Background: an optimization exercise with open tools, aiming at small area and a short achievable clock period. Do not read the settings as production practice.
Only simulation tests tie the RTL to the original design; equivalence was not proved.

[flow/design.v]
module fp32_round #(
    parameter W = 48
) (
    input  wire               sign,
    input  wire [W-1:0]       mag,
    input  wire signed [11:0] exp,
    output reg  [31:0]        bits
);
    integer k;
    reg [6:0]         msb;
    reg signed [12:0] eb;         
    reg [W-1:0]       norm;       
    reg [12:0]        sh;         
    reg [W:0]         ext, shifted, lostmask;
    reg [23:0]        mant;
    reg               guard, sticky, up;
    reg [7:0]         efield;
    reg [31:0]        unrounded, rounded;
    always @* begin
        msb = 7'd0;
        for (k = 0; k < W; k = k + 1)
            if (mag[k]) msb = k[6:0];
        norm = mag << (W - 1 - msb);
        eb   = exp + $signed({6'd0, msb}) + 13'sd127;
        if (eb >= 13'sd1) begin
            sh     = 13'd0;
            efield = eb[7:0];
        end else begin
            sh     = 13'd1 - eb;
            efield = 8'd0;
        end
        if (sh > W + 1) sh = W + 1;
        ext      = {norm, 1'b0};
        shifted  = ext >> sh;
        lostmask = ~({(W+1){1'b1}} << sh);
        mant   = shifted[W:W-23];
        guard  = shifted[W-24];
        sticky = (|shifted[W-25:0]) | (|(ext & lostmask));
        up     = guard & (sticky | mant[0]);
        unrounded  = {1'b0, efield, mant[22:0]};
        rounded = unrounded + {31'd0, up};
        if (mag == {W{1'b0}})
            bits = {sign, 31'd0};
        else if (eb >= 13'sd255 || rounded[30:23] == 8'hFF)
            bits = {sign, 8'hFF, 23'd0};
        else
            bits = {sign, rounded[30:0]};
    end
endmodule
module fp32_add (
    input  wire [31:0] a,
    input  wire [31:0] b,
    output reg  [31:0] sum
);
    wire        a_s = a[31];
    wire [7:0]  a_e = a[30:23];
    wire [22:0] a_f = a[22:0];
    wire        b_s = b[31];
    wire [7:0]  b_e = b[30:23];
    wire [22:0] b_f = b[22:0];
    wire a_nan = (a_e == 8'hFF) && (a_f != 23'd0);
    wire a_inf = (a_e == 8'hFF) && (a_f == 23'd0);
    wire b_nan = (b_e == 8'hFF) && (b_f != 23'd0);
    wire b_inf = (b_e == 8'hFF) && (b_f == 23'd0);
    wire        a_big  = (a[30:0] >= b[30:0]);
    wire        big_s  = a_big ? a_s : b_s;
    wire [7:0]  big_e  = a_big ? a_e : b_e;
    wire [23:0] big_m  = a_big ? {a_e != 8'h00, a_f} : {b_e != 8'h00, b_f};
    wire        sml_s  = a_big ? b_s : a_s;
    wire [7:0]  sml_e  = a_big ? b_e : a_e;
    wire [23:0] sml_m  = a_big ? {b_e != 8'h00, b_f} : {a_e != 8'h00, a_f};
    wire [7:0]  big_eu = (big_e == 8'h00) ? 8'd1 : big_e;
    wire [7:0]  sml_eu = (sml_e == 8'h00) ? 8'd1 : sml_e;
    wire [7:0]  ediff  = big_eu - sml_eu;
    integer k;
    reg  [26:0] sml_ext, sml_al;  
    reg  [27:0] sum_m;
    reg         sum_s;
    wire [31:0] rounded;
    always @* begin
        sml_ext = {sml_m, 3'd0};
        if (ediff >= 8'd27)
            sml_al = {26'd0, |sml_ext};
        else begin
            sml_al = sml_ext >> ediff;
            for (k = 0; k < 27; k = k + 1)
                if (k < ediff && sml_ext[k]) sml_al[0] = 1'b1;
        end
        if (big_s == sml_s)
            sum_m = {1'b0, big_m, 3'd0} + {1'b0, sml_al};
        else
            sum_m = {1'b0, big_m, 3'd0} - {1'b0, sml_al};
        if (sum_m == 28'd0)
            sum_s = a_s & b_s;
        else
            sum_s = big_s;
    end
    fp32_round #(.W(28)) u_round (
        .sign (sum_s),
        .mag  (sum_m),
        .exp  ($signed({4'd0, big_eu}) - 12'sd153),
        .bits (rounded)
    );
    always @* begin
        if (a_nan || b_nan || (a_inf && b_inf && (a_s != b_s)))
            sum = 32'h7FC0_0000;
        else if (a_inf)
            sum = a;
        else if (b_inf)
            sum = b;
        else
            sum = rounded;
    end
endmodule
module cpair_add (
    input  wire        clk,
    input  wire        rst,
    input  wire        in_valid,
    input  wire [63:0] in_pair,      
    input  wire [31:0] in_x,
    output reg         out_valid,
    output reg  [63:0] out_pair,
    output reg  [31:0] out_value
);
    localparam [31:0] ZERO = 32'd0;
    wire [31:0] t_w;
    fp32_add u_t (.a(in_pair[31:0]), .b(in_x), .sum(t_w));
    reg [31:0] s1_s, s1_e, s1_x, s1_t;
    reg        s1_plain;             
    always @(posedge clk) begin
        s1_s     <= in_pair[31:0];
        s1_e     <= in_pair[63:32];
        s1_x     <= in_x;
        s1_t     <= t_w;
        s1_plain <= (in_pair[30:23] == 8'hFF) || (in_x[30:23] == 8'hFF) || (t_w[30:23] == 8'hFF);
    end
    wire [31:0] z_w;
    fp32_add u_z (.a(s1_t), .b({~s1_s[31], s1_s[30:0]}), .sum(z_w));
    reg [31:0] s2_s, s2_e, s2_x, s2_t, s2_z;
    reg        s2_plain;
    always @(posedge clk) begin
        s2_s     <= s1_s;
        s2_e     <= s1_e;
        s2_x     <= s1_x;
        s2_t     <= s1_t;
        s2_z     <= z_w;
        s2_plain <= s1_plain;
    end
    wire [31:0] w_w, d_w;
    fp32_add u_w (.a(s2_t), .b({~s2_z[31], s2_z[30:0]}), .sum(w_w));
    fp32_add u_d (.a(s2_x), .b({~s2_z[31], s2_z[30:0]}), .sum(d_w));
    reg [31:0] s3_s, s3_e, s3_t, s3_w, s3_d;
    reg        s3_plain;
    always @(posedge clk) begin
        s3_s     <= s2_s;
        s3_e     <= s2_e;
        s3_t     <= s2_t;
        s3_w     <= w_w;
        s3_d     <= d_w;
        s3_plain <= s2_plain;
    end
    wire [31:0] c_w;
    fp32_add u_c (.a(s3_s), .b({~s3_w[31], s3_w[30:0]}), .sum(c_w));
    reg [31:0] s4_e, s4_t, s4_c, s4_d;
    reg        s4_plain;
    always @(posedge clk) begin
        s4_e     <= s3_e;
        s4_t     <= s3_t;
        s4_c     <= c_w;
        s4_d     <= s3_d;
        s4_plain <= s3_plain;
    end
    wire [31:0] er_w;
    fp32_add u_er (.a(s4_c), .b(s4_d), .sum(er_w));
    reg [31:0] s5_e, s5_t, s5_er;
    reg        s5_plain;
    always @(posedge clk) begin
        s5_e     <= s4_e;
        s5_t     <= s4_t;
        s5_er    <= er_w;
        s5_plain <= s4_plain;
    end
    wire [31:0] en_w;
    fp32_add u_en (.a(s5_e), .b(s5_er), .sum(en_w));
    reg [31:0] s6_t, s6_en;
    always @(posedge clk) begin
        s6_t  <= s5_t;
        s6_en <= s5_plain ? ZERO : en_w;
    end
    wire [31:0] val_w;
    fp32_add u_val (.a(s6_t), .b(s6_en), .sum(val_w));
    always @(posedge clk) begin
        out_pair  <= {s6_en, s6_t};
        out_value <= val_w;
    end
    reg v1, v2, v3, v4, v5, v6;
    always @(posedge clk) begin
        if (rst) begin
            v1 <= 1'b0; v2 <= 1'b0; v3 <= 1'b0; v4 <= 1'b0; v5 <= 1'b0; v6 <= 1'b0;
            out_valid <= 1'b0;
        end else begin
            v1 <= in_valid; v2 <= v1; v3 <= v2; v4 <= v3; v5 <= v4; v6 <= v5;
            out_valid <= v6;
        end
    end
endmodule
[flow/run.sh]
#!/bin/bash
# synth_recipe.tcl (not shown) runs the flow's synth.tcl, then flattens the netlist and writes it again
# the make line also repeats each setting of config.mk as NAME=value (left out here)
make -C /OpenROAD-flow-scripts/flow DESIGN_CONFIG=/design/flow/config.mk WORK_HOME=/design/flow/orfs CLKGATE_MAP_FILE= SYNTH_SCRIPT=/design/flow/synth_recipe.tcl finish
[flow/config.mk]
export PLATFORM = sky130hd
export DESIGN_NAME = cpair_add
export DESIGN_NICKNAME = cpair_add
export VERILOG_FILES = /design/flow/design.v
export SDC_FILE = /design/flow/constraint.sdc
export NUM_CORES = 4
export LEC_CHECK = 0
export CAP_MARGIN = 20
export CORE_MARGIN = 2
export CORE_UTILIZATION = 30
export SLEW_MARGIN = 20
[flow/constraint.sdc]
create_clock -name core_clock -period 22.0 [get_ports {clk}]
set_input_delay 4.4000 -clock core_clock [delete_from_list [all_inputs] [get_ports {clk}]]
set_output_delay 4.4000 -clock core_clock [all_outputs]
set_load 0.01 [all_outputs]
==> notes.md <==
-- synthesized netlist by cell type, types with 317 or more instances --
master,instances
dfxtp_1,844
a21o_1,317
nand4_1,371
nand3_1,797
xnor2_1,349
ha_1,848
clkbuf_1,866
a21oi_1,1448
a211oi_1,384
nand2_1,2191
nor2_1,1990
inv_1,967
o21ai_0,1263
mux2i_1,539
o211ai_1,348
nor3_1,706
-- worst register-to-register path: cells and delay by family, from the launching register on --
family                     cells  cell delay [ns]
AOI/OAI and AO/OA             35             9.16
xor gates and xnor gates       2             0.56
adders and majority gates      7             2.04
buffers and inverters          7             1.66
DFF                            1             0.86
muxes                          1             0.41
and+or+nand+nor               21             5.90
-- cell type report --
class / instances / area, µm² / area share [%]
timing repair buffer: 1179 / 9540 / 6.40
antenna: 8 / 20.0 / 0.0134
clock inverter: 38 / 474 / 0.318
clock buffer: 130 / 2740 / 1.84
multi-input combinational: 16670 / 108000 / 72.6
tap: 5904 / 7390 / 4.95
sequential: 844 / 16900 / 11.3
inverter: 1006 / 3780 / 2.54
-- final timing paths --
path,startpoint,endpoint,cells past startpoint
min,s3_e[19],s4_e[19],0
max,in_x[13],s1_t[10],81
min reg2reg,s3_e[19],s4_e[19],0
max reg2reg,s1_t[0],s2_z[15],73
-- per-layer routing --
| metal | vias up | global-route usage, % | wire (µm) |
|---|---|---|---|
| li1 | 74544 | - | - |
| met1 | 77900 | 37.3 | 277000 |
| met2 | 9774 | 42.7 | 283000 |
| met3 | 1716 | 4.61 | 64900 |
| met4 | 16 | 11.3 | 31700 |
| met5 | - | 0.0319 | 219 |
-- what timing repair did --
action,in CTS,in global routing
endpoints found under the setup margin,0,131
endpoints found under the hold margin,0,0
resized for setup,0,17
-- logic make-up after synthesis --
family / count (synthesis)
XOR/XNOR: 528
multiplexers: 737
AO/OA/AOI/OAI: 6661
buffers and inverters: 2140
AND/OR/NAND/NOR: 7869
adder cells (fa/ha/maj): 874
flip-flops: 844
-- per-stage QoR --
stage	cells	util [%]	setup TNS [ns]	cell area, µm²
after CTS	25769	33.7	0	149000
after detailed placement	25601	33.0	-0.732	146000
final	25779	33.8	0	149000
after global routing	25772	33.8	0	149000
after floorplan	19653	-	0	133000
after global placement	25601	33.0	-4.13	146000
==> impl_results.md <==
* Final ANT Viol Nets at 0
* Most used cell along the critical path: buf_4
* Post-CTS setup buffers at 0
* Synth unique cells at 144
* Layout fillers at 48.3k
* Crit path max fanout at 16
* Core Region at 0.442 mm²
* Share of the synthesized area in the top cell type at about an eighth
* Slowest cell delay on critical path at 0.68 ns
* Final Max Tran Viols at 0
* Die Ht at 670 µm
* Row count at 244
* Warnings from Yosys at 3
* Fmax at 48.0 MHz
* Post-Syn Nets at roughly 21k
* Area Overhead vs Synth at 12.1%
* Initial antenna violation count at 31
* Initial DRC count at 22.1k
* Io pins at 196
* CP required at 22.68 ns
* Post-Syn Area at roughly 0.13 mm²
* Commonest non-fill, non-tap cell in the layout: nand2_1
* CTS Buf Count at 95
* Main combinational cell family by area after synthesis: compound AO/OA/AOI/OAI gates
* Simple-gate share of the synthesized area at between 20% and 30%
* Slowest cell on crit path: nor4_4
* Port-buffer cells at around 200
* Synth Flop Type: dfxtp_1
* Post-DR vias/cell at around 6.4
* Worst Path Buf+Inv at 22
* Largest cells by area after synthesis: dfxtp_1, ha_1, nand2_1
* Setup crit end kind: flip-flop
* Slew HR at 20.7%
* Clk Latency, worst-skew pair at 0.94 ns
* CP top delay family: compound AO/OA/AOI/OAI gates
* Cells after synthesis at 19.7k
* Critical path class: input pin to flip-flop
* Setup WS post-layout at ~1.2 ns
* Tcrit/Tclk final at 94.6%
* WHS at 0.304 ns
* FF-to-FF setup slack at 1.32 ns
* Post-synthesis xor/xnor area fraction at 3.49%
* Average wire per cell in the routed design at roughly 25 µm
* Max reg flops at 64
* Register with the most flip-flops: out_pair
* Async SR Flop Fraction at 0%
* Multiplexer share of the synthesized area at 6.49%
* First-pass GRT wire length at 976,000 µm
* Clock root buffer: clkbuf_16
* H-tree depth at 3
* Final Critical Period at 20.82 ns
* Drt total wl at 657,000 µm
* Gr usage total at 27.4%
* Sequential area share after synthesis at 12.7%
* RSZ-0062 raised after global routing: no
* Crit path launch type: input pin
* Die area at approximately 0.45 mm²
* Most frequent cells in the layout: nand2_1, nor2_1, a21oi_1, o21ai_0
* Layout cells sized above 1 at 9.02%
* Arrival time worst endpoint at roughly 21 ns
* Layout Skew at ~0.14 ns
* Count of hold-fix buffers inserted at cts at 0
* GP Congestion at around 1
* Final setup viols at 0
* Die width at roughly 670 µm
* EDFF count, synth at 0
* Final HPWL DP at 520,000 µm
* CTS tree: done
* CTS Buffer Depth at 4
* Mean Syn Cell Area at around 6.8 µm²
* Gr ovfl total at 0
* Hold crit path type: flip-flop to flip-flop
* Post-route DRC at 0
* Largest net degree at the start of global routing at between 70 and 80
* Adder-Cell Fraction of Synth Area at 8.35%
* Biggest area consumer among synthesized cells: dfxtp_1
* Starting Density at 30.1%
* CTS clk-pin slew, worst paths at 0.08 ns
* NumNets Final at roughly 21k
* Status: complete, no violations
* Synth Area in Compound Gates at 34.2%
* 1st-pass router iterations at 7
* Vias in the first global route at between 100k and 150k
* Sink Count at about 840
* Vias after detailed routing at about 160k
* Final hold vios at 0
* Placement Setup Slack at -0.0545 ns
* Max-cap violations at 0
* Least-Margin Pin Slew at between 1 and 1.5 ns
* #FFs+latches synth at 844

[what the ideal ports hide]
In the flow no input, the clock included, has a driving cell. The finished layout below was timed again as built, in two steps.
Step 1, drivers: a clkbuf_16 drives clk and a buf_2 each remaining input, both assumed.
Step 2 also shifts input and output timing later by t, the mid clock arrival at the registers, as if the neighbouring blocks saw the same clock.
a / b / c = ideal / step 1 / step 2; a / b = the first two.
shift t [ns]: 0.972
setup WS [ns]: 1.184 / 1.259 / 0.287
worst setup path after step 2: input to register
After both steps this run still meets setup and hold. For this run, drivers alone change the setup slack by +0.075 ns; drivers and shift together by -0.897 ns.
